This is an optimization exercise on Yosys and OpenROAD, whose aim is a short achievable clock period and few clock cycles per item, not a production implementation.
Function was checked by simulation only, so behaviour that the tests miss may differ from the original.
No activity file was given, so power comes from the tool's default toggle rates.

==> flow/design.v <==
module shx_fifo (
    input  wire        clk,
    input  wire        clr,
    input  wire        push,
    input  wire [31:0] din,
    input  wire        pop,
    output wire [63:0] win,
    output wire        ge1,
    output wire        ge2
);
    reg [159:0] f;
    reg [5:0]   lvl;           
    assign win = f[63:0];
    assign ge1 = !lvl[0];
    assign ge2 = !lvl[0] && !lvl[1];
    wire [191:0] fx = {32'd0, f};
    integer i;
    always @(posedge clk) begin
        for (i = 0; i < 5; i = i + 1) begin
            if (pop)
                f[32*i +: 32] <= (push && lvl[i+1]) ? din : fx[32*(i+1) +: 32];
            else if (push && lvl[i])
                f[32*i +: 32] <= din;
        end
        if (clr)
            lvl <= 6'b000001;
        else if (push && !pop)
            lvl <= {lvl[4:0], 1'b0};
        else if (pop && !push)
            lvl <= {1'b0, lvl[5:1]};
    end
endmodule
module shx_engine (
    input  wire        clk,
    input  wire        rst,
    input  wire        start,
    input  wire [16:0] held_len,
    output wire        ready,
    output wire        blk_rd_en,
    output wire [14:0] blk_rd_addr,
    input  wire [31:0] blk_rd_data,
    output wire        out_we,
    output wire [13:0] out_waddr,
    output wire [3:0]  out_wstrb,
    output wire [31:0] out_wdata,
    output wire        out_re,
    output wire [13:0] out_raddr,
    input  wire [31:0] out_rdata,
    output reg         done,
    output reg  [1:0]  verdict
);
    localparam [1:0] V_OK = 2'd0, V_MAL = 2'd1, V_CRC = 2'd2;
    localparam [3:0] S_IDLE = 4'd0,  S_HDR  = 4'd1,  S_H1   = 4'd2,  S_H2  = 4'd3,
                     S_MUL  = 4'd4,  S_H3   = 4'd5,  S_P1   = 4'd6,  S_P2  = 4'd7,
                     S_P3   = 4'd8,  S_LITW = 4'd9,  S_END  = 4'd10, S_FIN = 4'd11,
                     S_FIN2 = 4'd12, S_MAL  = 4'd13;
    localparam [1:0] K_LIT = 2'd0, K_REP = 2'd1, K_UPF = 2'd2, K_UPS = 2'd3;
    function [31:0] crc32_l1(input [31:0] x);
        begin
            crc32_l1[0] = ^(x & 32'h0000011F);
            crc32_l1[1] = ^(x & 32'h0000023F);
            crc32_l1[2] = ^(x & 32'h0000047E);
            crc32_l1[3] = ^(x & 32'h000008FC);
            crc32_l1[4] = ^(x & 32'h000010E6);
            crc32_l1[5] = ^(x & 32'h000020D2);
            crc32_l1[6] = ^(x & 32'h000040BA);
            crc32_l1[7] = ^(x & 32'h0000806A);
            crc32_l1[8] = ^(x & 32'h000100D5);
            crc32_l1[9] = ^(x & 32'h000200B5);
            crc32_l1[10] = ^(x & 32'h00040074);
            crc32_l1[11] = ^(x & 32'h000800E8);
            crc32_l1[12] = ^(x & 32'h001000CE);
            crc32_l1[13] = ^(x & 32'h00200082);
            crc32_l1[14] = ^(x & 32'h0040001A);
            crc32_l1[15] = ^(x & 32'h00800035);
            crc32_l1[16] = ^(x & 32'h0100006B);
            crc32_l1[17] = ^(x & 32'h020000D7);
            crc32_l1[18] = ^(x & 32'h040000B0);
            crc32_l1[19] = ^(x & 32'h0800007F);
            crc32_l1[20] = ^(x & 32'h100000FE);
            crc32_l1[21] = ^(x & 32'h200000E3);
            crc32_l1[22] = ^(x & 32'h400000D9);
            crc32_l1[23] = ^(x & 32'h800000AC);
            crc32_l1[24] = ^(x & 32'h00000046);
            crc32_l1[25] = ^(x & 32'h0000008D);
            crc32_l1[26] = ^(x & 32'h00000004);
            crc32_l1[27] = ^(x & 32'h00000008);
            crc32_l1[28] = ^(x & 32'h00000011);
            crc32_l1[29] = ^(x & 32'h00000023);
            crc32_l1[30] = ^(x & 32'h00000047);
            crc32_l1[31] = ^(x & 32'h0000008F);
        end
    endfunction
    function [31:0] crc32_l2(input [31:0] x);
        begin
            crc32_l2[0] = ^(x & 32'h00011F91);
            crc32_l2[1] = ^(x & 32'h00023F23);
            crc32_l2[2] = ^(x & 32'h00047E47);
            crc32_l2[3] = ^(x & 32'h0008FC8E);
            crc32_l2[4] = ^(x & 32'h0010E68D);
            crc32_l2[5] = ^(x & 32'h0020D28B);
            crc32_l2[6] = ^(x & 32'h0040BA87);
            crc32_l2[7] = ^(x & 32'h00806A9E);
            crc32_l2[8] = ^(x & 32'h0100D53C);
            crc32_l2[9] = ^(x & 32'h0200B5E8);
            crc32_l2[10] = ^(x & 32'h04007440);
            crc32_l2[11] = ^(x & 32'h0800E881);
            crc32_l2[12] = ^(x & 32'h1000CE93);
            crc32_l2[13] = ^(x & 32'h200082B6);
            crc32_l2[14] = ^(x & 32'h40001AFC);
            crc32_l2[15] = ^(x & 32'h800035F9);
            crc32_l2[16] = ^(x & 32'h00006BF2);
            crc32_l2[17] = ^(x & 32'h0000D7E5);
            crc32_l2[18] = ^(x & 32'h0000B05A);
            crc32_l2[19] = ^(x & 32'h00007F24);
            crc32_l2[20] = ^(x & 32'h0000FE48);
            crc32_l2[21] = ^(x & 32'h0000E301);
            crc32_l2[22] = ^(x & 32'h0000D992);
            crc32_l2[23] = ^(x & 32'h0000ACB5);
            crc32_l2[24] = ^(x & 32'h000046FB);
            crc32_l2[25] = ^(x & 32'h00008DF7);
            crc32_l2[26] = ^(x & 32'h0000047E);
            crc32_l2[27] = ^(x & 32'h000008FC);
            crc32_l2[28] = ^(x & 32'h000011F9);
            crc32_l2[29] = ^(x & 32'h000023F2);
            crc32_l2[30] = ^(x & 32'h000047E4);
            crc32_l2[31] = ^(x & 32'h00008FC8);
        end
    endfunction
    function [31:0] crc32_l3(input [31:0] x);
        begin
            crc32_l3[0] = ^(x & 32'h011F91CA);
            crc32_l3[1] = ^(x & 32'h023F2395);
            crc32_l3[2] = ^(x & 32'h047E472B);
            crc32_l3[3] = ^(x & 32'h08FC8E57);
            crc32_l3[4] = ^(x & 32'h10E68D65);
            crc32_l3[5] = ^(x & 32'h20D28B01);
            crc32_l3[6] = ^(x & 32'h40BA87C9);
            crc32_l3[7] = ^(x & 32'h806A9E58);
            crc32_l3[8] = ^(x & 32'h00D53CB0);
            crc32_l3[9] = ^(x & 32'h00B5E8AB);
            crc32_l3[10] = ^(x & 32'h0074409C);
            crc32_l3[11] = ^(x & 32'h00E88138);
            crc32_l3[12] = ^(x & 32'h00CE93BB);
            crc32_l3[13] = ^(x & 32'h0082B6BC);
            crc32_l3[14] = ^(x & 32'h001AFCB2);
            crc32_l3[15] = ^(x & 32'h0035F965);
            crc32_l3[16] = ^(x & 32'h006BF2CB);
            crc32_l3[17] = ^(x & 32'h00D7E596);
            crc32_l3[18] = ^(x & 32'h00B05AE6);
            crc32_l3[19] = ^(x & 32'h007F2406);
            crc32_l3[20] = ^(x & 32'h00FE480C);
            crc32_l3[21] = ^(x & 32'h00E301D2);
            crc32_l3[22] = ^(x & 32'h00D9926F);
            crc32_l3[23] = ^(x & 32'h00ACB514);
            crc32_l3[24] = ^(x & 32'h0046FBE3);
            crc32_l3[25] = ^(x & 32'h008DF7C6);
            crc32_l3[26] = ^(x & 32'h00047E47);
            crc32_l3[27] = ^(x & 32'h0008FC8E);
            crc32_l3[28] = ^(x & 32'h0011F91C);
            crc32_l3[29] = ^(x & 32'h0023F239);
            crc32_l3[30] = ^(x & 32'h0047E472);
            crc32_l3[31] = ^(x & 32'h008FC8E5);
        end
    endfunction
    function [31:0] crc32_l4(input [31:0] x);
        begin
            crc32_l4[0] = ^(x & 32'h1F91CAF6);
            crc32_l4[1] = ^(x & 32'h3F2395EC);
            crc32_l4[2] = ^(x & 32'h7E472BD8);
            crc32_l4[3] = ^(x & 32'hFC8E57B1);
            crc32_l4[4] = ^(x & 32'hE68D6595);
            crc32_l4[5] = ^(x & 32'hD28B01DD);
            crc32_l4[6] = ^(x & 32'hBA87C94C);
            crc32_l4[7] = ^(x & 32'h6A9E586F);
            crc32_l4[8] = ^(x & 32'hD53CB0DE);
            crc32_l4[9] = ^(x & 32'hB5E8AB4B);
            crc32_l4[10] = ^(x & 32'h74409C60);
            crc32_l4[11] = ^(x & 32'hE88138C1);
            crc32_l4[12] = ^(x & 32'hCE93BB74);
            crc32_l4[13] = ^(x & 32'h82B6BC1F);
            crc32_l4[14] = ^(x & 32'h1AFCB2C8);
            crc32_l4[15] = ^(x & 32'h35F96591);
            crc32_l4[16] = ^(x & 32'h6BF2CB23);
            crc32_l4[17] = ^(x & 32'hD7E59646);
            crc32_l4[18] = ^(x & 32'hB05AE67B);
            crc32_l4[19] = ^(x & 32'h7F240600);
            crc32_l4[20] = ^(x & 32'hFE480C00);
            crc32_l4[21] = ^(x & 32'hE301D2F6);
            crc32_l4[22] = ^(x & 32'hD9926F1B);
            crc32_l4[23] = ^(x & 32'hACB514C0);
            crc32_l4[24] = ^(x & 32'h46FBE377);
            crc32_l4[25] = ^(x & 32'h8DF7C6EE);
            crc32_l4[26] = ^(x & 32'h047E472B);
            crc32_l4[27] = ^(x & 32'h08FC8E57);
            crc32_l4[28] = ^(x & 32'h11F91CAF);
            crc32_l4[29] = ^(x & 32'h23F2395E);
            crc32_l4[30] = ^(x & 32'h47E472BD);
            crc32_l4[31] = ^(x & 32'h8FC8E57B);
        end
    endfunction
    function [31:0] crc32_t1(input [7:0] x);
        begin
            crc32_t1[0] = ^(x & 8'h1F);
            crc32_t1[1] = ^(x & 8'h3F);
            crc32_t1[2] = ^(x & 8'h7E);
            crc32_t1[3] = ^(x & 8'hFC);
            crc32_t1[4] = ^(x & 8'hE6);
            crc32_t1[5] = ^(x & 8'hD2);
            crc32_t1[6] = ^(x & 8'hBA);
            crc32_t1[7] = ^(x & 8'h6A);
            crc32_t1[8] = ^(x & 8'hD5);
            crc32_t1[9] = ^(x & 8'hB5);
            crc32_t1[10] = ^(x & 8'h74);
            crc32_t1[11] = ^(x & 8'hE8);
            crc32_t1[12] = ^(x & 8'hCE);
            crc32_t1[13] = ^(x & 8'h82);
            crc32_t1[14] = ^(x & 8'h1A);
            crc32_t1[15] = ^(x & 8'h35);
            crc32_t1[16] = ^(x & 8'h6B);
            crc32_t1[17] = ^(x & 8'hD7);
            crc32_t1[18] = ^(x & 8'hB0);
            crc32_t1[19] = ^(x & 8'h7F);
            crc32_t1[20] = ^(x & 8'hFE);
            crc32_t1[21] = ^(x & 8'hE3);
            crc32_t1[22] = ^(x & 8'hD9);
            crc32_t1[23] = ^(x & 8'hAC);
            crc32_t1[24] = ^(x & 8'h46);
            crc32_t1[25] = ^(x & 8'h8D);
            crc32_t1[26] = ^(x & 8'h04);
            crc32_t1[27] = ^(x & 8'h08);
            crc32_t1[28] = ^(x & 8'h11);
            crc32_t1[29] = ^(x & 8'h23);
            crc32_t1[30] = ^(x & 8'h47);
            crc32_t1[31] = ^(x & 8'h8F);
        end
    endfunction
    function [31:0] crc32_t2(input [15:0] x);
        begin
            crc32_t2[0] = ^(x & 16'h1F91);
            crc32_t2[1] = ^(x & 16'h3F23);
            crc32_t2[2] = ^(x & 16'h7E47);
            crc32_t2[3] = ^(x & 16'hFC8E);
            crc32_t2[4] = ^(x & 16'hE68D);
            crc32_t2[5] = ^(x & 16'hD28B);
            crc32_t2[6] = ^(x & 16'hBA87);
            crc32_t2[7] = ^(x & 16'h6A9E);
            crc32_t2[8] = ^(x & 16'hD53C);
            crc32_t2[9] = ^(x & 16'hB5E8);
            crc32_t2[10] = ^(x & 16'h7440);
            crc32_t2[11] = ^(x & 16'hE881);
            crc32_t2[12] = ^(x & 16'hCE93);
            crc32_t2[13] = ^(x & 16'h82B6);
            crc32_t2[14] = ^(x & 16'h1AFC);
            crc32_t2[15] = ^(x & 16'h35F9);
            crc32_t2[16] = ^(x & 16'h6BF2);
            crc32_t2[17] = ^(x & 16'hD7E5);
            crc32_t2[18] = ^(x & 16'hB05A);
            crc32_t2[19] = ^(x & 16'h7F24);
            crc32_t2[20] = ^(x & 16'hFE48);
            crc32_t2[21] = ^(x & 16'hE301);
            crc32_t2[22] = ^(x & 16'hD992);
            crc32_t2[23] = ^(x & 16'hACB5);
            crc32_t2[24] = ^(x & 16'h46FB);
            crc32_t2[25] = ^(x & 16'h8DF7);
            crc32_t2[26] = ^(x & 16'h047E);
            crc32_t2[27] = ^(x & 16'h08FC);
            crc32_t2[28] = ^(x & 16'h11F9);
            crc32_t2[29] = ^(x & 16'h23F2);
            crc32_t2[30] = ^(x & 16'h47E4);
            crc32_t2[31] = ^(x & 16'h8FC8);
        end
    endfunction
    function [31:0] crc32_t3(input [23:0] x);
        begin
            crc32_t3[0] = ^(x & 24'h1F91CA);
            crc32_t3[1] = ^(x & 24'h3F2395);
            crc32_t3[2] = ^(x & 24'h7E472B);
            crc32_t3[3] = ^(x & 24'hFC8E57);
            crc32_t3[4] = ^(x & 24'hE68D65);
            crc32_t3[5] = ^(x & 24'hD28B01);
            crc32_t3[6] = ^(x & 24'hBA87C9);
            crc32_t3[7] = ^(x & 24'h6A9E58);
            crc32_t3[8] = ^(x & 24'hD53CB0);
            crc32_t3[9] = ^(x & 24'hB5E8AB);
            crc32_t3[10] = ^(x & 24'h74409C);
            crc32_t3[11] = ^(x & 24'hE88138);
            crc32_t3[12] = ^(x & 24'hCE93BB);
            crc32_t3[13] = ^(x & 24'h82B6BC);
            crc32_t3[14] = ^(x & 24'h1AFCB2);
            crc32_t3[15] = ^(x & 24'h35F965);
            crc32_t3[16] = ^(x & 24'h6BF2CB);
            crc32_t3[17] = ^(x & 24'hD7E596);
            crc32_t3[18] = ^(x & 24'hB05AE6);
            crc32_t3[19] = ^(x & 24'h7F2406);
            crc32_t3[20] = ^(x & 24'hFE480C);
            crc32_t3[21] = ^(x & 24'hE301D2);
            crc32_t3[22] = ^(x & 24'hD9926F);
            crc32_t3[23] = ^(x & 24'hACB514);
            crc32_t3[24] = ^(x & 24'h46FBE3);
            crc32_t3[25] = ^(x & 24'h8DF7C6);
            crc32_t3[26] = ^(x & 24'h047E47);
            crc32_t3[27] = ^(x & 24'h08FC8E);
            crc32_t3[28] = ^(x & 24'h11F91C);
            crc32_t3[29] = ^(x & 24'h23F239);
            crc32_t3[30] = ^(x & 24'h47E472);
            crc32_t3[31] = ^(x & 24'h8FC8E5);
        end
    endfunction
    function [31:0] crc32_t4(input [31:0] x);
        begin
            crc32_t4[0] = ^(x & 32'h1F91CAF6);
            crc32_t4[1] = ^(x & 32'h3F2395EC);
            crc32_t4[2] = ^(x & 32'h7E472BD8);
            crc32_t4[3] = ^(x & 32'hFC8E57B1);
            crc32_t4[4] = ^(x & 32'hE68D6595);
            crc32_t4[5] = ^(x & 32'hD28B01DD);
            crc32_t4[6] = ^(x & 32'hBA87C94C);
            crc32_t4[7] = ^(x & 32'h6A9E586F);
            crc32_t4[8] = ^(x & 32'hD53CB0DE);
            crc32_t4[9] = ^(x & 32'hB5E8AB4B);
            crc32_t4[10] = ^(x & 32'h74409C60);
            crc32_t4[11] = ^(x & 32'hE88138C1);
            crc32_t4[12] = ^(x & 32'hCE93BB74);
            crc32_t4[13] = ^(x & 32'h82B6BC1F);
            crc32_t4[14] = ^(x & 32'h1AFCB2C8);
            crc32_t4[15] = ^(x & 32'h35F96591);
            crc32_t4[16] = ^(x & 32'h6BF2CB23);
            crc32_t4[17] = ^(x & 32'hD7E59646);
            crc32_t4[18] = ^(x & 32'hB05AE67B);
            crc32_t4[19] = ^(x & 32'h7F240600);
            crc32_t4[20] = ^(x & 32'hFE480C00);
            crc32_t4[21] = ^(x & 32'hE301D2F6);
            crc32_t4[22] = ^(x & 32'hD9926F1B);
            crc32_t4[23] = ^(x & 32'hACB514C0);
            crc32_t4[24] = ^(x & 32'h46FBE377);
            crc32_t4[25] = ^(x & 32'h8DF7C6EE);
            crc32_t4[26] = ^(x & 32'h047E472B);
            crc32_t4[27] = ^(x & 32'h08FC8E57);
            crc32_t4[28] = ^(x & 32'h11F91CAF);
            crc32_t4[29] = ^(x & 32'h23F2395E);
            crc32_t4[30] = ^(x & 32'h47E472BD);
            crc32_t4[31] = ^(x & 32'h8FC8E57B);
        end
    endfunction
    function [15:0] crc16_h2(input [31:0] x);
        begin
            crc16_h2[0] = ^(x & 32'h11191911);
            crc16_h2[1] = ^(x & 32'h22323222);
            crc16_h2[2] = ^(x & 32'h44646444);
            crc16_h2[3] = ^(x & 32'h88C8C888);
            crc16_h2[4] = ^(x & 32'h10919110);
            crc16_h2[5] = ^(x & 32'h313B3B31);
            crc16_h2[6] = ^(x & 32'h62767662);
            crc16_h2[7] = ^(x & 32'hC4ECECC4);
            crc16_h2[8] = ^(x & 32'h88D9D988);
            crc16_h2[9] = ^(x & 32'h10B3B310);
            crc16_h2[10] = ^(x & 32'h20666620);
            crc16_h2[11] = ^(x & 32'h40CCCC40);
            crc16_h2[12] = ^(x & 32'h91818191);
            crc16_h2[13] = ^(x & 32'h22030322);
            crc16_h2[14] = ^(x & 32'h44060644);
            crc16_h2[15] = ^(x & 32'h880C0C88);
        end
    endfunction
    function [15:0] crc16_h4(input [47:0] x);
        begin
            crc16_h4[0] = ^(x & 48'h1119581C1C58);
            crc16_h4[1] = ^(x & 48'h2232B03838B0);
            crc16_h4[2] = ^(x & 48'h446460717160);
            crc16_h4[3] = ^(x & 48'h88C8C0E2E2C0);
            crc16_h4[4] = ^(x & 48'h109181C5C581);
            crc16_h4[5] = ^(x & 48'h313B5B97975B);
            crc16_h4[6] = ^(x & 48'h6276B62E2EB6);
            crc16_h4[7] = ^(x & 48'hC4EC6C5D5D6C);
            crc16_h4[8] = ^(x & 48'h88D9D9BABAD9);
            crc16_h4[9] = ^(x & 48'h10B3B37575B3);
            crc16_h4[10] = ^(x & 48'h206667EBEB67);
            crc16_h4[11] = ^(x & 48'h40CCCED6D6CE);
            crc16_h4[12] = ^(x & 48'h9181C5B1B1C5);
            crc16_h4[13] = ^(x & 48'h22038B63638B);
            crc16_h4[14] = ^(x & 48'h440616C7C716);
            crc16_h4[15] = ^(x & 48'h880C2C8E8E2C);
        end
    endfunction
    reg [3:0] state;
    reg       ready_r;
    assign ready = ready_r;
    wire idle = (state == S_IDLE);
    reg         a_req;
    reg  [14:0] a_addr;
    reg  [14:0] a_ra;          
    reg         a_v1;
    reg  [2:0]  a_tot;         
    reg         a_on;
    reg  [1:0]  q_l;           
    wire [63:0] a_win;
    wire        a_ge1, a_ge2;
    wire        a_pop;
    assign blk_rd_en   = a_req;
    assign blk_rd_addr = a_addr;
    wire a_issue = a_on && (a_tot < 3'd5);
    shx_fifo fa (.clk(clk), .clr(idle), .push(a_v1), .din(blk_rd_data), .pop(a_pop),
                 .win(a_win), .ge1(a_ge1), .ge2(a_ge2));
    reg         b_req;
    reg  [13:0] b_addr;
    reg  [13:0] b_ra;          
    reg         b_v1;
    reg  [2:0]  b_tot;
    reg         b_on;
    wire [63:0] b_win;
    wire        b_ge1, b_ge2;
    wire        b_pop;
    wire        b_clr;
    assign out_re    = b_req;
    assign out_raddr = b_addr;
    wire b_issue = b_on && (b_tot < 3'd5);
    shx_fifo fb (.clk(clk), .clr(b_clr), .push(b_v1), .din(out_rdata), .pop(b_pop),
                 .win(b_win), .ge1(b_ge1), .ge2(b_ge2));
    reg         h0_ok;         
    reg         h_raw;
    reg  [31:0] h1, h2, h3;
    reg  [15:0] h_chk;
    reg  [2:0]  hk;
    reg  [15:0] crc16;
    reg  [16:0] held;
    reg         bad;
    reg  [15:0] hw;
    reg  [32:0] orig_p32;
    reg  [21:0] acc;
    reg  [21:0] hw_sh;
    reg  [5:0]  ln_sh;
    reg  [2:0]  mi;
    reg  [16:0] d1;            
    reg  [17:0] d2;            
    reg  [17:0] d1m4, d2m4;    
    reg         f1, f2;        
    reg  [31:0] crc_exp;
    reg  [17:0] rq0;           
    reg  [16:0] orig_m1;
    wire [15:0] f_dots  = h1[15:0];
    wire [7:0]  f_lines = h1[23:16];
    wire [7:0]  f_bpd   = h1[31:24];
    reg  [18:0] wbits;
    reg         bpd_ok;
    reg  [18:0] wb_r;
    reg         h_bad;         
    always @* begin
        bpd_ok = 1'b1;
        case (f_bpd)
            8'd1: wbits = {3'd0, f_dots};
            8'd2: wbits = {2'd0, f_dots, 1'b0};
            8'd4: wbits = {1'd0, f_dots, 2'b0};
            8'd6: wbits = {1'd0, f_dots, 2'b0} + {2'd0, f_dots, 1'b0};
            8'd8: wbits = {f_dots, 3'b0};
            default: begin
                wbits  = 19'd0;
                bpd_ok = 1'b0;
            end
        endcase
    end
    reg  [16:0] pp;            
    reg  [17:0] rem_p;         
    reg  [17:0] rem_q;         
    reg         bad_r;         
    reg  [1:0]  t_op;
    reg         p3_first;      
    reg  [1:0]  t_ql;          
    reg         t_cross;       
    reg  [16:0] t_nm1;         
    reg  [7:0]  t_rep;
    reg  [17:0] rq_h;          
    reg  [17:0] rq_h1;         
    reg  [17:0] t_d, t_dm4;
    reg         t_fast;
    reg  [1:0]  prev_up;       
    reg         c_v;
    reg  [1:0]  c_k;
    reg         c_cont;        
    reg  [14:0] c_pw;
    reg  [1:0]  c_pl;
    reg  [14:0] c_wrem;
    reg         c_lw;
    reg         c_w1;
    reg  [1:0]  c_ll;
    reg  [7:0]  c_rep;
    reg  [16:0] c_s;
    reg  [13:0] c_sw1;
    reg         e_act;
    reg         e_lit, e_rep, e_upf, e_ups;    
    reg  [14:0] pw;            
    reg  [1:0]  pl;            
    reg  [14:0] wrem;          
    reg         lw_r;          
    reg         w1_r;          
    reg  [1:0]  e_ll;          
    reg  [7:0]  e_rb;
    reg  [1:0]  e_sl;          
    reg         need2;         
    reg         xw;         
    reg  [16:0] s;
    reg  [1:0]  ph;
    reg         we_r;
    reg  [13:0] wa_r;
    reg  [3:0]  ws_r;
    reg  [31:0] wd_r;
    assign out_we    = we_r;
    assign out_waddr = wa_r;
    assign out_wstrb = ws_r;
    assign out_wdata = wd_r;
    reg         k_v;           
    reg  [2:0]  k_n;
    reg  [31:0] k_d;
    reg  [31:0] crc32;
    reg         crc_eq;
    reg  [31:0] dterm;
    reg  [2:0]  dn;
    reg         dv;
    wire [63:0] win   = e_upf ? b_win : a_win;
    wire [1:0]  hi    = lw_r ? e_ll : 2'd3;
    wire [1:0]  span  = hi - pl;
    wire [2:0]  send  = {1'b0, e_sl} + {1'b0, span};
    wire        a_has = need2 ? a_ge2 : a_ge1;
    wire        b_has = need2 ? b_ge2 : b_ge1;
    wire step_cp = e_rep || (e_lit && a_has) || (e_upf && b_has);
    wire step_sl = e_ups && (ph == 2'd2);
    wire fin_now = (step_cp && lw_r) || (step_sl && lw_r && (pl == e_ll));
    wire load    = c_v && (!e_act || fin_now);
    wire nxt_w   = (step_cp && !lw_r) || (step_sl && !lw_r && (pl == 2'd3));
    wire [1:0] sl_nx = send[1:0] + 2'd1;
    wire [1:0] hi_n    = w1_r ? e_ll : 2'd3;
    wire [2:0] send_n  = {1'b0, sl_nx} + {1'b0, hi_n};
    wire [1:0] sl_c    = (c_k == K_LIT) ? q_l : c_s[1:0];
    wire [1:0] hi_c    = c_lw ? c_ll : 2'd3;
    wire [1:0] span_c  = hi_c - c_pl;
    wire [2:0] send_c  = {1'b0, sl_c} + {1'b0, span_c};
    reg  [31:0] src_sh;
    always @* begin
        case (e_sl)
            2'd0: src_sh = win[31:0];
            2'd1: src_sh = win[39:8];
            2'd2: src_sh = win[47:16];
            default: src_sh = win[55:24];
        endcase
    end
    wire [2:0]  rot = 3'd4 + {1'b0, e_sl} - {1'b0, pl};
    wire [95:0] rv  = {win, 32'd0};
    reg  [31:0] rot_w;
    always @* begin
        case (rot)
            3'd1: rot_w = rv[39:8];
            3'd2: rot_w = rv[47:16];
            3'd3: rot_w = rv[55:24];
            3'd4: rot_w = rv[63:32];
            3'd5: rot_w = rv[71:40];
            3'd6: rot_w = rv[79:48];
            default: rot_w = rv[87:56];
        endcase
    end
    reg [7:0] slow_b;
    always @* begin
        case (s[1:0])
            2'd0: slow_b = out_rdata[7:0];
            2'd1: slow_b = out_rdata[15:8];
            2'd2: slow_b = out_rdata[23:16];
            default: slow_b = out_rdata[31:24];
        endcase
    end
    wire [3:0] smask = (4'b1111 << pl) & (4'b1111 >> (2'd3 - hi));
    reg  [31:0] a_sh;          
    always @* begin
        case (q_l)
            2'd0: a_sh = a_win[31:0];
            2'd1: a_sh = a_win[39:8];
            2'd2: a_sh = a_win[47:16];
            default: a_sh = a_win[55:24];
        endcase
    end
    wire [7:0] tb    = a_sh[7:0];
    wire [1:0] tb_hl = (tb[5:0] < 6'd62) ? 2'd1 : (tb[5:0] == 6'd62) ? 2'd2 : 2'd3;
    wire [2:0] tb_k  = {1'b0, tb_hl} + ((tb[7:6] == 2'd1) ? 3'd1 : 3'd0);
    wire [2:0] tb_e  = {1'b0, q_l} + tb_k;
    wire [17:0] rq_m1 = rem_q - 18'd1;
    wire [17:0] rq_m2 = rem_q - 18'd2;
    wire [17:0] rq_m3 = rem_q - 18'd3;
    wire [17:0] rq_m4 = rem_q - 18'd4;
    assign a_pop = ((state == S_P3) && p3_first && t_cross) || ((state == S_HDR) && a_ge1) ||
                   (e_lit && a_has && xw);
    assign b_pop = e_upf && b_has && xw;
    assign b_clr = load && (c_k == K_UPF) && !c_cont;
    wire [16:0] p3_x   = {15'd0, pp[1:0]} + t_nm1;
    wire [17:0] p3_e   = {1'b0, pp} + {1'b0, t_nm1} + 18'd1;
    wire [17:0] p3_s   = {1'b0, pp} - t_d;
    wire [17:0] p3_s4  = {1'b0, pp} - t_dm4;
    wire [17:0] p3_rp  = rem_p + {1'b1, ~t_nm1};
    wire [17:0] p3_rql = rq_h + {1'b1, ~t_nm1};
    wire p3_bad = rq_h[17] || p3_rp[17] ||
                  ((t_op == 2'd0) && p3_rql[17]) ||
                  ((t_op == 2'd1) && rq_h1[17]) ||
                  (t_op[1] && p3_s[17]);
    wire [31:0] t_1 = crc32_t1(k_d[7:0]);
    wire [31:0] t_2 = crc32_t2(k_d[15:0]);
    wire [31:0] t_3 = crc32_t3(k_d[23:0]);
    wire [31:0] t_4 = crc32_t4(k_d);
    wire [31:0] l_1 = crc32_l1(crc32);
    wire [31:0] l_2 = crc32_l2(crc32);
    wire [31:0] l_3 = crc32_l3(crc32);
    wire [31:0] l_4 = crc32_l4(crc32);
    wire [15:0] h16_2 = crc16_h2({a_win[15:0], crc16});
    wire [15:0] h16_4 = crc16_h4({a_win[31:0], crc16});
    always @(posedge clk) begin
        if (idle)
            held <= held_len;
        wa_r <= pw[13:0];
        if (e_ups) begin
            ws_r <= 4'b0001 << pl;
            wd_r <= {4{slow_b}};
            k_d  <= {24'd0, slow_b};
            k_n  <= 3'd1;
        end else begin
            ws_r <= smask;
            wd_r <= e_rep ? {4{e_rb}} : rot_w;
            k_d  <= e_rep ? {4{e_rb}} : src_sh;
            k_n  <= {1'b0, span} + 3'd1;
        end
        dn   <= k_n;
        case (k_n)
            3'd1: dterm <= t_1;
            3'd2: dterm <= t_2;
            3'd3: dterm <= t_3;
            default: dterm <= t_4;
        endcase
        if (idle) begin
            crc32 <= 32'hFFFFFFFF;
        end else if (dv) begin
            case (dn)
                3'd1: crc32 <= l_1 ^ dterm;
                3'd2: crc32 <= l_2 ^ dterm;
                3'd3: crc32 <= l_3 ^ dterm;
                default: crc32 <= l_4 ^ dterm;
            endcase
        end
        crc_eq <= ((crc32 ^ crc_exp) == 32'hFFFFFFFF);
        if (load) begin
            pw    <= c_pw;
            pl    <= c_pl;
            wrem  <= c_wrem;
            w1_r  <= c_w1;
            e_ll  <= c_ll;
            e_rb  <= c_rep;
            s     <= c_s;
            e_sl  <= sl_c;
            need2 <= send_c[2];
            xw <= (send_c >= 3'd3);
        end else if (nxt_w) begin
            pw    <= pw + 15'd1;
            pl    <= 2'd0;
            wrem  <= wrem - 15'd1;
            w1_r  <= (wrem == 15'd2);
            e_sl  <= sl_nx;
            need2 <= send_n[2];
            xw <= (send_n >= 3'd3);
            if (step_sl)
                s <= s + 17'd1;
        end else if (step_sl) begin
            pl    <= pl + 2'd1;
            s     <= s + 17'd1;
        end else if (step_cp) begin
            e_sl  <= sl_nx;
        end
        if (state == S_HDR && a_ge1) begin
            case (hk)
                3'd0: begin
                    h0_ok <= (a_win[15:0] == 16'h5853) && (a_win[23:16] == 8'h01) &&
                             (a_win[31:26] == 6'd0);
                    h_raw <= a_win[24];
                end
                3'd1: h1 <= a_win[31:0];
                3'd2: h2 <= a_win[31:0];
                3'd3: h3 <= a_win[31:0];
                3'd4: crc_exp <= a_win[31:0];
                3'd7: h_chk <= a_win[31:16];
                default: ;
            endcase
        end
        wb_r  <= wbits;
        h_bad <= (f_dots == 16'd0) || (f_lines == 8'd0) || (f_lines > 8'd32) || !bpd_ok ||
                 (wbits[2:0] != 3'd0) || (h2 > 32'd65536) ||
                 (h3 < 32'd33) || (h3 > {15'd0, held});
        if (state == S_H1) begin
            hw       <= wb_r[18:3];
            hw_sh    <= {3'd0, wb_r} >> 3;
            ln_sh    <= f_lines[5:0];
            orig_p32 <= {1'b0, h2} + 33'd32;
        end
        if (state == S_H2) begin
            d1      <= {1'b0, hw};
            d2      <= {1'b0, hw, 1'b0};
            d1m4    <= {2'd0, hw} - 18'd4;
            d2m4    <= {1'b0, hw, 1'b0} - 18'd4;
            f1      <= (hw >= 16'd64);
            f2      <= (hw >= 16'd32);
            rq0     <= {1'b0, h3[16:0]} - 18'd32;
            orig_m1 <= h2[16:0] - 17'd1;
        end
        if (state == S_MUL) begin
            hw_sh <= hw_sh << 1;
            ln_sh <= ln_sh >> 1;
        end
        if (state == S_P1) begin
            t_op    <= tb[7:6];
            t_ql    <= tb_e[1:0];
            t_cross <= tb_e[2];
            if (tb[5:0] < 6'd62)
                t_nm1 <= {11'd0, tb[5:0]};
            else if (tb[5:0] == 6'd62)
                t_nm1 <= 17'd62 + {9'd0, a_sh[15:8]};
            else
                t_nm1 <= 17'd318 + {1'b0, a_sh[23:8]};
            t_rep  <= (tb_hl == 2'd1) ? a_sh[15:8] : (tb_hl == 2'd2) ? a_sh[23:16] : a_sh[31:24];
            rq_h   <= (tb_hl == 2'd1) ? rq_m1 : (tb_hl == 2'd2) ? rq_m2 : rq_m3;
            rq_h1  <= (tb_hl == 2'd1) ? rq_m2 : (tb_hl == 2'd2) ? rq_m3 : rq_m4;
            t_d    <= (tb[7:6] == 2'd2) ? {1'b0, d1} : d2;
            t_dm4  <= (tb[7:6] == 2'd2) ? d1m4 : d2m4;
            t_fast <= (tb[7:6] == 2'd2) ? f1 : f2;
        end
        if (state == S_P3 && !c_v) begin
            c_k    <= (t_op == 2'd0) ? K_LIT : (t_op == 2'd1) ? K_REP :
                      t_fast ? K_UPF : K_UPS;
            c_cont <= t_op[1] && t_fast && (prev_up == t_op);
            c_pw   <= pp[16:2];
            c_pl   <= pp[1:0];
            c_wrem <= p3_x[16:2];
            c_lw   <= (p3_x[16:2] == 15'd0);
            c_w1   <= (p3_x[16:2] == 15'd1);
            c_ll   <= p3_x[1:0];
            c_rep  <= t_rep;
            c_s    <= p3_s[16:0];
            c_sw1  <= p3_s4[15:2];
        end
        if (state == S_H3) begin
            c_k    <= K_LIT;
            c_cont <= 1'b0;
            c_pw   <= 15'd0;
            c_pl   <= 2'd0;
            c_wrem <= orig_m1[16:2];
            c_lw   <= (orig_m1[16:2] == 15'd0);
            c_w1   <= (orig_m1[16:2] == 15'd1);
            c_ll   <= orig_m1[1:0];
        end
    end
    always @(posedge clk) begin
        done    <= !rst && ((state == S_FIN2) || (state == S_MAL));
        verdict <= (state == S_MAL) ? V_MAL : crc_eq ? V_OK : V_CRC;
        ready_r <= rst || (idle && !start) || (state == S_FIN2) || (state == S_MAL);
        a_req   <= !rst && (a_issue || (idle && start));
        a_addr  <= idle ? 15'd0 : a_ra;
        b_req   <= !rst && (b_clr || b_issue || (e_ups && ph == 2'd0));
        b_addr  <= b_clr ? c_s[15:2] : b_issue ? b_ra : s[15:2];
    end
    always @(posedge clk) begin
        if (rst) begin
            state   <= S_IDLE;
            a_on    <= 1'b0;
            b_on    <= 1'b0;
            c_v     <= 1'b0;
            e_act   <= 1'b0;
            e_lit   <= 1'b0;
            e_rep   <= 1'b0;
            e_upf   <= 1'b0;
            e_ups   <= 1'b0;
            we_r    <= 1'b0;
            k_v     <= 1'b0;
            dv      <= 1'b0;
        end else begin
            a_v1 <= a_req;
            if (a_issue)
                a_ra <= a_ra + 15'd1;
            a_tot <= a_tot + {2'd0, a_issue} - {2'd0, a_pop};
            b_v1 <= b_req;
            if (b_issue)
                b_ra <= b_ra + 14'd1;
            b_tot <= b_tot + {2'd0, b_issue} - {2'd0, b_pop};
            we_r <= step_cp || step_sl;
            k_v  <= step_cp || step_sl;
            if (e_ups)
                ph <= (ph == 2'd2) ? 2'd0 : ph + 2'd1;
            if (nxt_w)
                lw_r <= w1_r;
            if (step_cp && e_lit)
                q_l <= sl_nx;
            if (fin_now) begin
                e_act <= 1'b0;
                e_lit <= 1'b0;
                e_rep <= 1'b0;
                e_upf <= 1'b0;
                e_ups <= 1'b0;
                b_on  <= 1'b0;
            end
            if (load) begin
                c_v   <= 1'b0;
                e_act <= 1'b1;
                e_lit <= (c_k == K_LIT);
                e_rep <= (c_k == K_REP);
                e_upf <= (c_k == K_UPF);
                e_ups <= (c_k == K_UPS);
                lw_r  <= c_lw;
                ph    <= 2'd0;
                if (c_k == K_UPF) begin
                    b_on <= 1'b1;
                    if (!c_cont) begin
                        b_ra   <= c_sw1;
                        b_tot  <= 3'd1;
                        b_v1   <= 1'b0;
                    end
                end
            end
            dv   <= k_v;
            case (state)
                S_IDLE: begin
                    a_ra    <= 15'd1;
                    a_tot   <= 3'd0;
                    a_v1    <= 1'b0;
                    q_l     <= 2'd0;
                    hk      <= 3'd0;
                    crc16   <= 16'hFFFF;
                    pp      <= 17'd0;
                    bad_r   <= 1'b0;
                    prev_up <= 2'd0;
                    if (start) begin
                        a_on    <= 1'b1;
                        a_tot   <= 3'd1;
                        state   <= S_HDR;
                    end
                end
                S_HDR: if (a_ge1) begin
                    hk <= hk + 3'd1;
                    if (hk == 3'd7) begin
                        crc16 <= h16_2;
                        state <= S_H1;
                    end else begin
                        crc16 <= h16_4;
                    end
                end
                S_H1: begin
                    bad <= (crc16 != h_chk) || !h0_ok || h_bad;
                    acc      <= 22'd0;
                    mi       <= 3'd0;
                    state    <= S_H2;
                end
                S_H2: begin
                    if (h_raw ? ({1'b0, h3} != orig_p32) : ({1'b0, h3} > orig_p32))
                        bad <= 1'b1;
                    state   <= S_MUL;
                end
                S_MUL: begin
                    if (ln_sh[0])
                        acc <= acc + hw_sh;
                    mi <= mi + 3'd1;
                    if (mi == 3'd5)
                        state <= S_H3;
                end
                S_H3: begin
                    rem_p <= {1'b0, h2[16:0]};
                    rem_q <= rq0;
                    if (bad || (h2[31:22] != 10'd0) || (acc != h2[21:0])) begin
                        state <= S_MAL;
                    end else if (h_raw) begin
                        c_v   <= 1'b1;
                        state <= S_END;
                    end else begin
                        state <= S_P1;
                    end
                end
                S_P1: begin
                    if (bad_r) begin
                        state <= S_MAL;
                    end else if (rem_p == 18'd0) begin
                        state <= (rem_q == 18'd0) ? S_END : S_MAL;
                    end else if (rem_q == 18'd0) begin
                        state <= S_MAL;
                    end else if (a_ge2) begin
                        p3_first <= 1'b1;
                        state    <= S_P3;
                    end
                end
                S_P3: begin
                    if (p3_first)
                        q_l <= t_ql;
                    p3_first <= 1'b0;
                    if (!c_v) begin
                        c_v     <= 1'b1;
                        prev_up <= (t_op[1] && t_fast) ? t_op : 2'd0;
                        bad_r   <= p3_bad;
                        pp      <= p3_e[16:0];
                        rem_p   <= p3_rp;
                        rem_q   <= (t_op == 2'd0) ? p3_rql : (t_op == 2'd1) ? rq_h1 : rq_h;
                        state   <= (t_op == 2'd0) ? S_LITW : S_P1;
                    end
                end
                S_LITW: begin
                    if (bad_r)
                        state <= S_MAL;
                    else if (!c_v && (!e_lit || fin_now))
                        state <= S_P1;
                end
                S_END: begin
                    if (!c_v && !e_act && !we_r && !k_v && !dv)
                        state <= S_FIN;
                end
                S_FIN: begin
                    state <= S_FIN2;
                end
                S_FIN2: begin
                    a_on    <= 1'b0;
                    state   <= S_IDLE;
                end
                S_MAL: begin
                    a_on    <= 1'b0;
                    b_on    <= 1'b0;
                    c_v     <= 1'b0;
                    e_act   <= 1'b0;
                    e_lit   <= 1'b0;
                    e_rep   <= 1'b0;
                    e_upf   <= 1'b0;
                    e_ups   <= 1'b0;
                    we_r    <= 1'b0;
                    k_v     <= 1'b0;
                            dv      <= 1'b0;
                    state   <= S_IDLE;
                end
                default: state <= S_IDLE;
            endcase
        end
    end
endmodule
==> flow/flow/run.sh <==
#!/bin/bash
set -euo pipefail
bash standard.sh SETUP_SLACK_MARGIN=7.2 finish > standard.log 2>&1
==> flow/standard.sh <==
#!/bin/bash
# synth_recipe.tcl (not shown) runs the flow's synth.tcl, then flattens the netlist and writes it again
# the make line also repeats each setting of config.mk as NAME=value (left out here)
make -C /OpenROAD-flow-scripts/flow DESIGN_CONFIG=/design/flow/config.mk WORK_HOME=/design/flow/orfs CLKGATE_MAP_FILE= SYNTH_SCRIPT=/design/flow/synth_recipe.tcl "${@:-finish}"
==> flow/config.mk <==
export PLATFORM = sky130hd
export DESIGN_NAME = shx_engine
export DESIGN_NICKNAME = shx_engine
export VERILOG_FILES = /design/flow/design.v
export SDC_FILE = /design/flow/constraint.sdc
export NUM_CORES = 4
export LEC_CHECK = 0
export ABC_CLOCK_PERIOD_IN_PS = 2500
export CAP_MARGIN = 20
export CORE_MARGIN = 2
export CORE_UTILIZATION = 60
export PLACE_DENSITY = 0.75
export SLEW_MARGIN = 20
==> flow/constraint.sdc <==
create_clock -name core_clock -period 10.0 [get_ports {clk}]
set_input_delay 2.0000 -clock core_clock [delete_from_list [all_inputs] [get_ports {clk}]]
set_output_delay 2.0000 -clock core_clock [all_outputs]
set_load 0.01 [all_outputs]
==> results of run 1 <==
[through the flow]
step	setup WS, ps	utilization	power (mW)	hold WS [ps]	area [um^2]
2_1_floorplan	5680	-	23.1	329	74600
3_3_place_gp	5430	0.632	28.7	393	77900
3_5_place_dp	5380	0.632	28.9	390	77900
4_1_cts	6650	0.691	34.7	407	85200
5_1_grt	6660	0.719	37.8	415	88700
6_report	6680	0.719	36.3	407	88700
[placed cells by master (no fill, tap or decap), drive strengths merged, types with 33 or more instances in the layout]
cell / count
nor2b: 41
dfxtp: 508
xor2: 427
o22ai: 234
nand3: 93
mux2i: 112
buf: 594
a22o: 82
xnor3: 42
clkdlybuf4s50: 66
nor3: 101
a21o: 45
a211oi: 61
ha: 247
o21ai: 386
a21oi: 323
nor4: 52
mux2: 115
mux4: 49
clkbuf: 194
inv: 251
xnor2: 1058
clkinv: 46
nand2b: 33
edfxtp: 744
and2: 48
and3: 41
nand4: 44
nor2: 764
nand2: 539
[synth_stat cells (all sizes together) (152+ instances only)]
library cell and n:
xnor2 1058, nor2 764, edfxtp 744, nand2 538, dfxtp 508, xor2 427, o21ai 386, a21oi 322
clkbuf 251, inv 250, ha 247, o22ai 234, buf 152
[metal layers]
metal | global-route usage | up-vias | share of wire
met5 | 0 | - | 0.00019
met3 | 0.0923 | 970 | 0.13
met4 | 0.192 | 8 | 0.061
met2 | 0.583 | 4351 | 0.44
li1 | - | 26824 | -
met1 | 0.535 | 29428 | 0.38
[power groups by stage]
stage	combinational [mW]	clock (mW)	sequential (mW)
5_1_grt	23.9	5.19	8.70
3_3_place_gp	20.1	0	8.58
6_report	22.7	4.97	8.62
2_1_floorplan	15.2	0	7.95
3_5_place_dp	20.2	0	8.62
4_1_cts	21.2	4.99	8.54
[cell type report]
cell class | count | area (um^2)
Multi-Input combinational cell | 5411 | 41700
Fill cell | 8799 | 34600
Timing Repair inverter | 5 | 37.5
Tap cell | 1637 | 2050
Sequential cell | 1252 | 32700
Clock buffer | 182 | 3700
Timing Repair Buffer | 695 | 6770
Inverter | 260 | 1090
Antenna cell | 4 | 10.0
Clock inverter | 60 | 659
[final timing paths]
| kind | to | startpoint | cells past startpoint |
|---|---|---|---|
| hold reg to reg | wa_r[13] | pw[13] | 0 |
| setup reg to reg | pp[16] | t_nm1[0] | 12 |
| setup / recovery | out_we | we_r | 1 |
| hold / removal | wa_r[13] | pw[13] | 0 |
[kinds of logic (layout without fill, tap and decap cells)]
family	Yosys count	count (layout)	share of synthesized area
buffers and inverters	663	1202	0.0362
multiplexers	276	276	0.0474
AND/OR/NAND/NOR	1867	1868	0.112
adder cells (fa/ha/maj)	261	261	0.0454
flip-flops	1252	1252	0.437
XOR/XNOR	1538	1538	0.197
AO/OA/AOI/OAI	1464	1468	0.125
other	0	4	0
[timing repair]
| item | in CTS | in global routing |
|---|---|---|
| setup buffers | 144 | 187 |
| gates cloned | 15 | 13 |
| gates resized for setup | 799 | 374 |
| pin swaps | 90 | 126 |
| hold endpoints to repair | 0 | 0 |
| setup endpoints to repair | 912 | 603 |
==> results by group, run 1 <==
Critical path
  – Critical path's top delay family: flip-flops
  – Worst EP arrival: approximately 1300 ps
  – WS Path Type: reg2out
  – CP max FO: 2
  – CP Cell Sequence: buf_6
  – CP Capture Type: output pin
  – Type of origin of the critical path: register
  – Critical path required time: approximately 8000 ps
  – CP max stage delay: between 400 and 500 ps
  – Buf+Inv Stages, Crit Path: 1
  – Flop-to-flop setup slack: 6930 ps
  – Max stage delay cell, worst path: dfxtp_4

Logic synthesis
  – Cells after synthesis: around 7300
  – Net Count, Synth: 7666
  – Synthesized area: 0.0743 mm^2
  – Post-synth top area cell: edfxtp_1
  – Number of distinct library cells after synthesis: 93
  – Synth async-reset ratio: 0
  – Mean Syn Cell Area: between 10 and 15 um^2
  – #FFs+latches synth: between 1000 and 1500
  – Area contributors post-synth: edfxtp_1 30%, dfxtp_1 14%, xnor2_1 12%
  – EDFF count, synth: 744
  – Register area share after synthesis: 0.437
  – Post-synth top flop: edfxtp_1
  – Ys Warns: 2
  – Share of the synthesized area in the top cell type: 0.301

Job
  – Max-Cap Viols: 0

Timing
  – Final Critical Period: 3320 ps
  – Setup TNS: 0 ps
  – Final worst-path cycle share: 0.332
  – Final hold violation count: 0
  – Pins Over Slew Limit: 0
  – FMAX: 301 MHz
  – Count of final setup violators: 0
  – Actual slew at the worst max-slew pin: 1080 ps
  – Rel. slew slack: 0.274
  – Layout Skew: 31.7 ps
  – RSZ-0062 raised after global routing: true

Run status
  – Outcome: complete, no violations

Detailed routing
  – DRT Pass-1 Iters: 12
  – Starting DRT DRC Count: 9271
  – DRC viols: 0
  – Drt wl/cell: 27.4 um
  – Vias: 61581
  – DR vias/cell: 6.48
  – Antenna viol nets, final: 0
  – Routed wire length: 260000 um

Floorplanning
  – IO Pins: between 150 and 200
  – Initial core utilization: 0.603
  – Die Ht: 356 um
  – Core outline area: 0.123 mm^2
  – Row count: 129
  – Die width: 356 um
  – Die Area: 0.127 mm^2

Clocking
  – CTS Sinks: 1252
  – H-Tree Depth: 4
  – Clk buf depth: 3
  – CTS tree: built
  – Num CTS Buffers: roughly 130
  – Clock latency (worst-skew pair): 810 ps
  – Cts hold-fix bufs: 0
  – Root buf cell: clkbuf_16
  – Reg clk slew, reported paths: 60 ps

Cells and area
  – # nets final: 8103
  – Non-Filler Instances: between 9000 and 10000
  – Layout cells sized above 1: 0.191
  – Area delta synth->final: 19.4%
  – Largest regs: fa.f (160), fb.f (160), orig_p32 (33)

GRT
  – Largest net degree at the start of global routing: 76
  – Initial antenna violation count: 8
  – Gr usage total: 0.391
  – Vias in the first global route: 57401
  – GR Overflow Total: 0
  – First-pass GRT wire length: 370000 um

Worst hold path
  – Hold crit path type: reg2reg

Place
  – PortBufs: 169
  – Dpl hpwl: 172000 um
  – Placed cell count: about 8900
  – Routability Congestion: 1.04

Power and ir drop
  – PwrDens: 409 mW/mm^2
  – Max rail drop VDD: 432 uV
  – Pint: roughly 20 mW
  – Gate power share: 0.626
  – Sw Share: 0.449
  – Lkg Pwr: 33.6 nW
  – Psw: ~16 mW
  – Clock share of power: 0.137
  – Reg power frac: 0.238
Testbench counts, summed over its fixed seeds: cycles 518,258, out bytes 2,053,632.
==> run 2, diff against run 1 <==
==> flow/run.sh (new file) <==
#!/bin/bash
# synth_recipe.tcl (not shown) runs the flow's synth.tcl, then flattens the netlist and writes it again
# the make line also repeats each setting of config.mk as NAME=value (left out here)
make -C /OpenROAD-flow-scripts/flow DESIGN_CONFIG=/design/flow/config.mk WORK_HOME=/design/flow/orfs CLKGATE_MAP_FILE= SYNTH_SCRIPT=/design/flow/synth_recipe.tcl finish
--- a/flow/config.mk
+++ b/flow/config.mk
@@ -10,4 +10,5 @@
 export CORE_MARGIN = 2
 export CORE_UTILIZATION = 60
 export PLACE_DENSITY = 0.75
+export SETUP_SLACK_MARGIN = 5
 export SLEW_MARGIN = 20
removed: flow/flow/run.sh
removed: flow/standard.sh
==> run 2 against run 1 <==
Register-to-register slack worse by 1400 ps. Wire length down 7.5%. Critical path type is now reg2reg. Largest power group unchanged. Still clean on timing, DRC and antenna. Design area down 6.9%.
==> results by group, run 2 <==
Critical path
  – WS Path Type: reg2reg
  – Buf+Inv Stages, Crit Path: 5 (+4)
  – Max stage delay cell, worst path: nand2_1
  – Critical path's top delay family: buffers and inverters
  – RR Endpoint: wd_r[25]
  – Worst EP arrival: 5110 ps (+3790 ps)
  – Cell count along the critical path: 13 (+12)
  – CP Capture Type: register
  – CP max FO: 52 (+50)
  – Type of origin of the critical path: register
  – Critical path required time: 10630 ps (+2630 ps)
  – CP Launch Point: e_sl[0]
  – Flop-to-flop setup slack: 5530 ps (-1400 ps)
  – R2R Path Start: e_sl[0]
  – CP max stage delay: 620 ps (+200 ps)
  – CP Cell Sequence: buf_4, clkinvlp_4, ha_1, inv_1, fa_1, buf_4, clkinv_1, nand2_1, o22ai_1, a221oi_1, a221oi_1, a21oi_1, o21ai_0
  – FF-to-FF path depth: 13 (+1)

Timing
  – FMAX: 223 MHz (-26%)
  – Final Critical Period: 4470 ps (+1150 ps)
  – Final worst-path cycle share: 0.447 (+0.115)
  – RSZ-0062 raised after global routing: false
  – Worst hold slack: 397 ps (-9.86 ps)
  – Final hold violation count: 0 (unchanged)
  – Layout Skew: 62.2 ps (+30.5 ps)
  – Rel. slew slack: 0.143 (-0.131)
  – Actual slew at the worst max-slew pin: 1270 ps (+195 ps)
  – Pins Over Slew Limit: 0 (unchanged)
  – Setup TNS: 0 ps (unchanged)
  – Count of final setup violators: 0 (unchanged)

Floorplanning
  – Initial core utilization: 0.603 (unchanged)
  – IO Pins: 170 (unchanged)
  – Die Ht: 356 um (unchanged)
  – Row count: 129 (unchanged)
  – Core outline area: 0.123 mm^2 (unchanged)
  – Die Area: 0.127 mm^2 (unchanged)
  – Die width: 356 um (unchanged)

Worst hold path
  – Hold EP: wa_r[13]
  – Hold Path Origin: pw[13]
  – Hold crit path type: reg2reg
  – Hold depth: 0 (unchanged)

Logic synthesis
  – Ys Warns: 2 (unchanged)
  – Synthesized area: 0.0743 mm^2 (unchanged)
  – Area contributors post-synth: edfxtp_1 30%, dfxtp_1 14%, xnor2_1 12%
  – Synth top cells by count: 1034 x xnor2_1, 764 x nor2_1, 744 x edfxtp_1
  – Net Count, Synth: 7666 (unchanged)
  – Synth async-reset ratio: 0 (unchanged)
  – #FFs+latches synth: 1252 (unchanged)
  – Register area share after synthesis: 0.437 (unchanged)
  – Number of distinct library cells after synthesis: 93 (unchanged)
  – Mean Syn Cell Area: 10.2 um^2 (unchanged)
  – Cells after synthesis: 7321 (unchanged)
  – Most frequent cell after synthesis: xnor2_1
  – Post-synth top flop: edfxtp_1
  – EDFF count, synth: 744 (unchanged)
  – Post-synth top area cell: edfxtp_1
  – Share of the synthesized area in the top cell type: 0.301 (unchanged)

Cells and area
  – # nets final: 7743 (-4.4%)
  – Core Util, Final: 0.670 (-0.0498)
  – Multi-input gate area: 0.0392 mm^2 (-6.0%)
  – Area delta synth->final: 11.1%
  – Layout cells sized above 1: 0.0884 (-0.103)
  – Commonest cells after routing, fill and taps aside: 1034 x xnor2_1, 759 x nor2_1, 744 x edfxtp_1
  – Largest regs: fa.f (160), fb.f (160), orig_p32 (33)
  – Commonest non-fill, non-tap cell in the layout: xnor2_1
  – Fill cell count: 9599 (+9.1%)
  – Post-route cell area: 0.0826 mm^2 (-6.9%)
  – Storage element area: 0.0325 mm^2 (-0.53%)

GRT
  – Gr usage total: 0.373 (-0.0181)
  – Vias in the first global route: 55376 (-3.5%)
  – Initial antenna violation count: 16 (+8)
  – First-pass GRT wire length: 354000 um (-4.4%)
  – GR Overflow Total: 0 (unchanged)
  – Largest net degree at the start of global routing: 92 (+21%)

Clocking
  – CTS resizes: 0 (-100%)
  – CTS tree: built
  – Num CTS Buffers: 137 (+3.0%)
  – Reg clk slew, reported paths: 60 ps (about the same)
  – Clock latency (worst-skew pair): 810 ps (about the same)
  – CTS Sinks: 1252 (unchanged)
  – Clk buf depth: 3 (unchanged)
  – Root buf cell: clkbuf_16
  – Cts hold-fix bufs: 0 (unchanged)
  – H-Tree Depth: 4 (unchanged)
  – Total setup buffers inserted after CTS: 0 (-100%)

Detailed routing
  – DRT Pass-1 Iters: 6 (-6)
  – Starting DRT DRC Count: 7556 (-18%)
  – DRC viols: 0 (unchanged)
  – Routed wire length: 241000 um (-7.5%)
  – Drt wl/cell: 26.3 um (-3.9%)
  – Antenna viol nets, final: 0 (unchanged)
  – Vias: 58353 (-5.2%)
  – DR vias/cell: 6.37 (-1.6%)

Power and ir drop
  – Total chip power: 34.5 mW (-4.9%)
  – Max rail drop VDD: 513 uV (+19%)
  – PwrDens: 418 mW/mm^2 (+2.2%)
  – Lkg Pwr: 30.8 nW (-8.5%)

Job
  – Max-Cap Viols: 0 (unchanged)

Place
  – DP Area: 0.0777 mm^2 (-0.26%)
  – Routability Congestion: 1.04 (-0.62%)
  – PortBufs: 169 (unchanged)
  – Dpl hpwl: 172000 um (about the same)

Run status
  – Outcome: complete, no violations
-- run 2: cell counts after synthesis --
Identical to the previous run, type by type.
-- run 2: power breakdown --
| part | total (mW) | switching (mW) | internal [mW] | leakage, nW |
|---|---|---|---|---|
| Clock | 5.26 | 2.19 | 3.07 | 2.33 |
| Sequential | 8.58 | 1.36 | 7.22 | 11.0 |
| Combinational | 20.7 | 11.9 | 8.80 | 17.5 |
-- run 2: worst register-to-register path, delay by kind of cell, from the launching register on --
kind                     cells  cell delay [ps]
flip-flops                   1              320
AND/OR/NAND/NOR              1              620
adder cells (fa/ha/maj)      2              510
AO/OA/AOI/OAI                5              940
buffers and inverters        5             1930
-- run 2: worst max-delay path by stage --
| stage | end | slack, ps |
|---|---|---|
| after detailed placement | wd_r[25] | 5410 |
| after global placement | wd_r[25] | 5450 |
| final | wd_r[25] | 5530 |
| after floorplan | crc16[0] | 5140 |
| after global routing | wd_r[25] | 5240 |
| after CTS | wd_r[25] | 5380 |
-- run 2: per-stage QoR --
| stage | setup WS [ps] | instances |
|---|---|---|
| floorplan | 5140 | 7321 |
| global placement | 5450 | 8895 |
| global route | 5240 | 9150 |
| CTS | 5380 | 9149 |
| detailed placement | 5410 | 8895 |
| finish | 5530 | 9154 |
-- run 2: cells by family after synthesis --
| logic type | share of synthesized area |
|---|---|
| simple gates | 0.112 |
| xor+xnor | 0.197 |
| compound gates | 0.125 |
| flops | 0.437 |
| buf+inv | 0.0362 |
| mux | 0.0474 |
| fa+ha+maj | 0.0454 |
-- run 2: layout make-up --
| type | count | area share |
|---|---|---|
| antenna | 4 | 0.000121 |
| inverter | 260 | 0.0119 |
| clock buffer | 188 | 0.0479 |
| timing repair buffer | 341 | 0.0364 |
| clock inverter | 66 | 0.00995 |
| sequential | 1252 | 0.394 |
| multi-input combinational | 5406 | 0.475 |
| tap | 1637 | 0.0248 |
-- run 2: metal layers --
metal | global-route usage | share of wire | up-vias
met4 | 0.180 | 0.054 | 14
met5 | 0 | 0.00048 | -
met2 | 0.558 | 0.43 | 3490
met3 | 0.0792 | 0.11 | 692
li1 | - | - | 26045
met1 | 0.515 | 0.40 | 28112
==> run 3, diff against run 2 <==
--- a/flow/design.v
+++ b/flow/design.v
@@ -51,7 +51,7 @@
 );
     localparam [1:0] V_OK = 2'd0, V_MAL = 2'd1, V_CRC = 2'd2;
     localparam [3:0] S_IDLE = 4'd0,  S_HDR  = 4'd1,  S_H1   = 4'd2,  S_H2  = 4'd3,
-                     S_MUL  = 4'd4,  S_H3   = 4'd5,  S_P1   = 4'd6,  S_P2  = 4'd7,
+                     S_MUL  = 4'd4,  S_H3   = 4'd5,  S_P1   = 4'd6,  S_P4  = 4'd7,
                      S_P3   = 4'd8,  S_LITW = 4'd9,  S_END  = 4'd10, S_FIN = 4'd11,
                      S_FIN2 = 4'd12, S_MAL  = 4'd13;
     localparam [1:0] K_LIT = 2'd0, K_REP = 2'd1, K_UPF = 2'd2, K_UPS = 2'd3;
@@ -464,7 +464,10 @@
     reg  [17:0] rem_q;         
     reg         bad_r;         
     reg  [1:0]  t_op;
-    reg         p3_first;      
+    reg  [16:0] s_x, s_e, s_s;
+    reg  [13:0] s_sw1;
+    reg  [17:0] s_rp, s_rq;
+    reg         s_bad;
     reg  [1:0]  t_ql;          
     reg         t_cross;       
     reg  [16:0] t_nm1;         
@@ -584,7 +587,7 @@
     wire [17:0] rq_m2 = rem_q - 18'd2;
     wire [17:0] rq_m3 = rem_q - 18'd3;
     wire [17:0] rq_m4 = rem_q - 18'd4;
-    assign a_pop = ((state == S_P3) && p3_first && t_cross) || ((state == S_HDR) && a_ge1) ||
+    assign a_pop = ((state == S_P3) && t_cross) || ((state == S_HDR) && a_ge1) ||
                    (e_lit && a_has && xw);
     assign b_pop = e_upf && b_has && xw;
     assign b_clr = load && (c_k == K_UPF) && !c_cont;
@@ -724,19 +727,28 @@
             t_dm4  <= (tb[7:6] == 2'd2) ? d1m4 : d2m4;
             t_fast <= (tb[7:6] == 2'd2) ? f1 : f2;
         end
-        if (state == S_P3 && !c_v) begin
+        if (state == S_P3) begin
+            s_x   <= p3_x;
+            s_e   <= p3_e[16:0];
+            s_s   <= p3_s[16:0];
+            s_sw1 <= p3_s4[15:2];
+            s_rp  <= p3_rp;
+            s_rq  <= (t_op == 2'd0) ? p3_rql : (t_op == 2'd1) ? rq_h1 : rq_h;
+            s_bad <= p3_bad;
+        end
+        if (state == S_P4 && !c_v) begin
             c_k    <= (t_op == 2'd0) ? K_LIT : (t_op == 2'd1) ? K_REP :
                       t_fast ? K_UPF : K_UPS;
             c_cont <= t_op[1] && t_fast && (prev_up == t_op);
             c_pw   <= pp[16:2];
             c_pl   <= pp[1:0];
-            c_wrem <= p3_x[16:2];
-            c_lw   <= (p3_x[16:2] == 15'd0);
-            c_w1   <= (p3_x[16:2] == 15'd1);
-            c_ll   <= p3_x[1:0];
+            c_wrem <= s_x[16:2];
+            c_lw   <= (s_x[16:2] == 15'd0);
+            c_w1   <= (s_x[16:2] == 15'd1);
+            c_ll   <= s_x[1:0];
             c_rep  <= t_rep;
-            c_s    <= p3_s[16:0];
-            c_sw1  <= p3_s4[15:2];
+            c_s    <= s_s;
+            c_sw1  <= s_sw1;
         end
         if (state == S_H3) begin
             c_k    <= K_LIT;
@@ -880,21 +892,21 @@
                     end else if (rem_q == 18'd0) begin
                         state <= S_MAL;
                     end else if (a_ge2) begin
-                        p3_first <= 1'b1;
-                        state    <= S_P3;
+                        state <= S_P3;
                     end
                 end
                 S_P3: begin
-                    if (p3_first)
-                        q_l <= t_ql;
-                    p3_first <= 1'b0;
+                    q_l   <= t_ql;
+                    state <= S_P4;
+                end
+                S_P4: begin
                     if (!c_v) begin
                         c_v     <= 1'b1;
                         prev_up <= (t_op[1] && t_fast) ? t_op : 2'd0;
-                        bad_r   <= p3_bad;
-                        pp      <= p3_e[16:0];
-                        rem_p   <= p3_rp;
-                        rem_q   <= (t_op == 2'd0) ? p3_rql : (t_op == 2'd1) ? rq_h1 : rq_h;
+                        bad_r   <= s_bad;
+                        pp      <= s_e;
+                        rem_p   <= s_rp;
+                        rem_q   <= s_rq;
                         state   <= (t_op == 2'd0) ? S_LITW : S_P1;
                     end
                 end
==> flow/flow/run.sh (new file) <==
#!/bin/bash
# The standard layout (standard.sh: ORFS synthesis to final layout, unchanged scripts,
# the design's clock period and constraints), with two ORFS settings changed:
#  - the port buffers are buf_4 cells instead of the delay buffer buffer_ports picks itself.
set -euo pipefail
bash standard.sh SETUP_SLACK_MARGIN=7.2 \
    "BUFFER_PORTS_ARGS=-buffer_cell sky130_fd_sc_hd__buf_4" finish > standard.log 2>&1
==> flow/standard.sh (new file) <==
#!/bin/bash
# synth_recipe.tcl (not shown) runs the flow's synth.tcl, then flattens the netlist and writes it again
# the make line also repeats each setting of config.mk as NAME=value (left out here)
make -C /OpenROAD-flow-scripts/flow DESIGN_CONFIG=/design/flow/config.mk WORK_HOME=/design/flow/orfs CLKGATE_MAP_FILE= SYNTH_SCRIPT=/design/flow/synth_recipe.tcl "${@:-finish}"
--- a/flow/config.mk
+++ b/flow/config.mk
@@ -10,5 +10,4 @@
 export CORE_MARGIN = 2
 export CORE_UTILIZATION = 60
 export PLACE_DENSITY = 0.75
-export SETUP_SLACK_MARGIN = 5
 export SLEW_MARGIN = 20
removed: flow/run.sh
==> run 3 against run 2 <==
Cell count up 5.0%. Via count up 4.4%. Utilization up 5.7 points. Sequential share of layout area down 0.37 points. Non-clock buffer count up 348.
==> results by group, run 3 <==
Place
  – PortBufs: 169 (unchanged)
  – Routability Congestion: 0.993 (-4.2%)
  – Dpl hpwl: 179000 um (+4.0%)
  – DP Area: 0.0796 mm^2 (+2.3%)

Power and ir drop
  – Gate power share: 0.546 (-0.053)
  – Clock share of power: 0.178 (+0.026)
  – Psw: 12.7 mW (-18%)
  – Sw Share: 0.423 (-0.0246)
  – PwrDens: 327 mW/mm^2 (-22%)
  – Lkg Pwr: 34.1 nW (+11%)
  – Reg power frac: 0.276 (+0.028)
  – Total chip power: 29.9 mW (-13%)

Cells and area
  – Commonest non-fill, non-tap cell in the layout: xnor2_1
  – Post-route cell area: 0.0916 mm^2 (+11%)
  – Area delta synth->final: 19.9%
  – Fill cell count: 8816 (-8.2%)
  – # nets final: 8188 (+5.7%)
  – Layout cells sized above 1: 0.209 (+0.120)
  – Commonest cells after routing, fill and taps aside: 1052 x xnor2_1, 844 x edfxtp_1, 706 x nor2_1

Detailed routing
  – Routed wire length: 267000 um (+11%)
  – Vias: 60917 (+4.4%)
  – Drt wl/cell: 27.7 um (+5.5%)
  – DR vias/cell: 6.34 (-0.60%)
  – DRT Pass-1 Iters: 8 (+2)

GRT
  – Largest net degree at the start of global routing: 80 (-13%)
  – Gr usage total: 0.392 (+0.0188)
  – GR Overflow Total: 0 (unchanged)
  – Initial antenna violation count: 6 (-10)

Logic synthesis
  – Ys Warns: 2 (unchanged)
  – #FFs+latches synth: 1352 (+8.0%)
  – Post-synth top flop: edfxtp_1
  – Number of distinct library cells after synthesis: 82 (-12%)
  – Cells after synthesis: 7397 (+1.0%)
  – EDFF count, synth: 844 (+13%)
  – Mean Syn Cell Area: 10.3 um^2 (+1.8%)
  – Synth top cells by count: 1116 x xnor2_1, 844 x edfxtp_1, 724 x nor2_1
  – Net Count, Synth: 7743 (+1.0%)
  – Area contributors post-synth: edfxtp_1 33%, dfxtp_1 13%, xnor2_1 13%
  – Share of the synthesized area in the top cell type: 0.332 (+0.0310)
  – Most frequent cell after synthesis: xnor2_1
  – Post-synth top area cell: edfxtp_1

Floorplanning
  – Die Area: 0.130 mm^2 (+2.8%)
  – Initial core utilization: 0.606 (+0.00360)
  – Die Ht: 361 um (+1.4%)
  – Row count: 130 (+0.78%)
  – Core outline area: 0.126 mm^2 (+2.2%)
  – Die width: 361 um (+1.4%)
  – IO Pins: 170 (unchanged)

Clocking
  – Clock latency (worst-skew pair): 810 ps (about the same)
  – CTS tree: built
  – Root buf cell: clkbuf_16
  – Clk buf depth: 3 (unchanged)
  – Reg clk slew, reported paths: 60 ps (about the same)

Worst hold path
  – Hold crit path type: reg2reg

Critical path
  – Worst EP arrival: 1370 ps (-3740 ps)
  – Critical path required time: 8000 ps (-2630 ps)
  – CP Capture Type: output pin
  – CP max FO: 2 (-96%)
  – Max stage delay cell, worst path: dfxtp_4
  – CP max stage delay: 450 ps (-170 ps)
  – Buf+Inv Stages, Crit Path: 1 (-4)
  – WS Path Type: reg2out

Timing
  – RSZ-0062 raised after global routing: true
  – Pins Over Slew Limit: 0 (unchanged)
  – Final Critical Period: 3370 ps (-1110 ps)
  – Setup WS post-layout: 6630 ps (+1110 ps)
  – Final worst-path cycle share: 0.337 (-0.111)
  – Setup TNS: 0 ps (unchanged)
  – FMAX: 297 MHz (+33%)

Job
  – Max-Cap Viols: 0 (unchanged)

Run status
  – Outcome: complete, no violations
[run 3: cell type report]
| cell class | instances | area [um^2] | area share |
|---|---|---|---|
| diodes | 2 | 5.00 | 0.0000546 |
| clock inverters | 71 | 853 | 0.00932 |
| repair buffers | 689 | 6610 | 0.0722 |
| inverters | 243 | 961 | 0.0105 |
| repair inverters | 3 | 27.5 | 0.000301 |
| clock buffers | 193 | 3850 | 0.0420 |
| well taps | 1650 | 2060 | 0.0225 |
| flip-flops and latches | 1352 | 35700 | 0.390 |
| multi-input cells | 5411 | 41500 | 0.453 |
[run 3: cells by family after synthesis]
family                     Yosys count  share of synthesized area
adders and majority gates          262                     0.0443
xor gates and xnor gates          1586                      0.192
AOI/OAI and AO/OA                 1340                      0.109
buffers and inverters              638                     0.0341
and+or+nand+nor                   1937                      0.111
muxes                              282                     0.0444
DFF                               1352                      0.465
[run 3: per-layer routing]
layer	wire (um)	GRT usage	up-vias
li1	-	-	26842
met1	103000	0.534	29371
met2	118000	0.602	3865
met3	30400	0.0777	831
met4	14800	0.184	8
met5	57	0	-
[run 3: per-stage QoR]
stage / hold WS, ps / std cells / utilization
after floorplan: 329 / 7397 / -
after global placement: 391 / 8978 / 0.631
after detailed placement: 399 / 8978 / 0.631
after CTS: 395 / 9415 / 0.697
after global routing: 403 / 9612 / 0.727
final: 396 / 9614 / 0.727
[run 3: repair_timing]
item                        CTS  global route
gates resized for setup     507           422
setup endpoints to repair  1062           821
pin swaps                    98           174
setup buffers               160           186
cloned                       13            10
[run 3: worst paths after layout]
path / start / endpoint / slack (ps) / cells after the start
setup / recovery: a_req / blk_rd_en / 6630 / 1
hold reg to reg: pw[1] / wa_r[1] / 400 / 0
setup reg to reg: q_l[0] / rq_h[9] / 6850 / 15
hold / removal: pw[1] / wa_r[1] / 400 / 0
[run 3: power groups by stage]
| stage | combinational (mW) | clock, mW | sequential [mW] |
|---|---|---|---|
| floorplan | 11.0 | 0 | 7.78 |
| global placement | 14.6 | 0 | 8.29 |
| detailed placement | 14.7 | 0 | 8.31 |
| CTS | 15.4 | 5.34 | 8.22 |
| global route | 17.2 | 5.55 | 8.33 |
| finish | 16.3 | 5.32 | 8.27 |
Testbench counts of run 3, summed over its fixed seeds: cycles 518,695, out bytes 2,053,632.

Check on run 3: ideal ports give 6.633 ns setup slack; a clkbuf_16 on the clock port and buf_2 on the inputs give 6.549 ns; moving port delays by the midpoint clock arrival (0.865 ns) as well gives 6.447 ns.
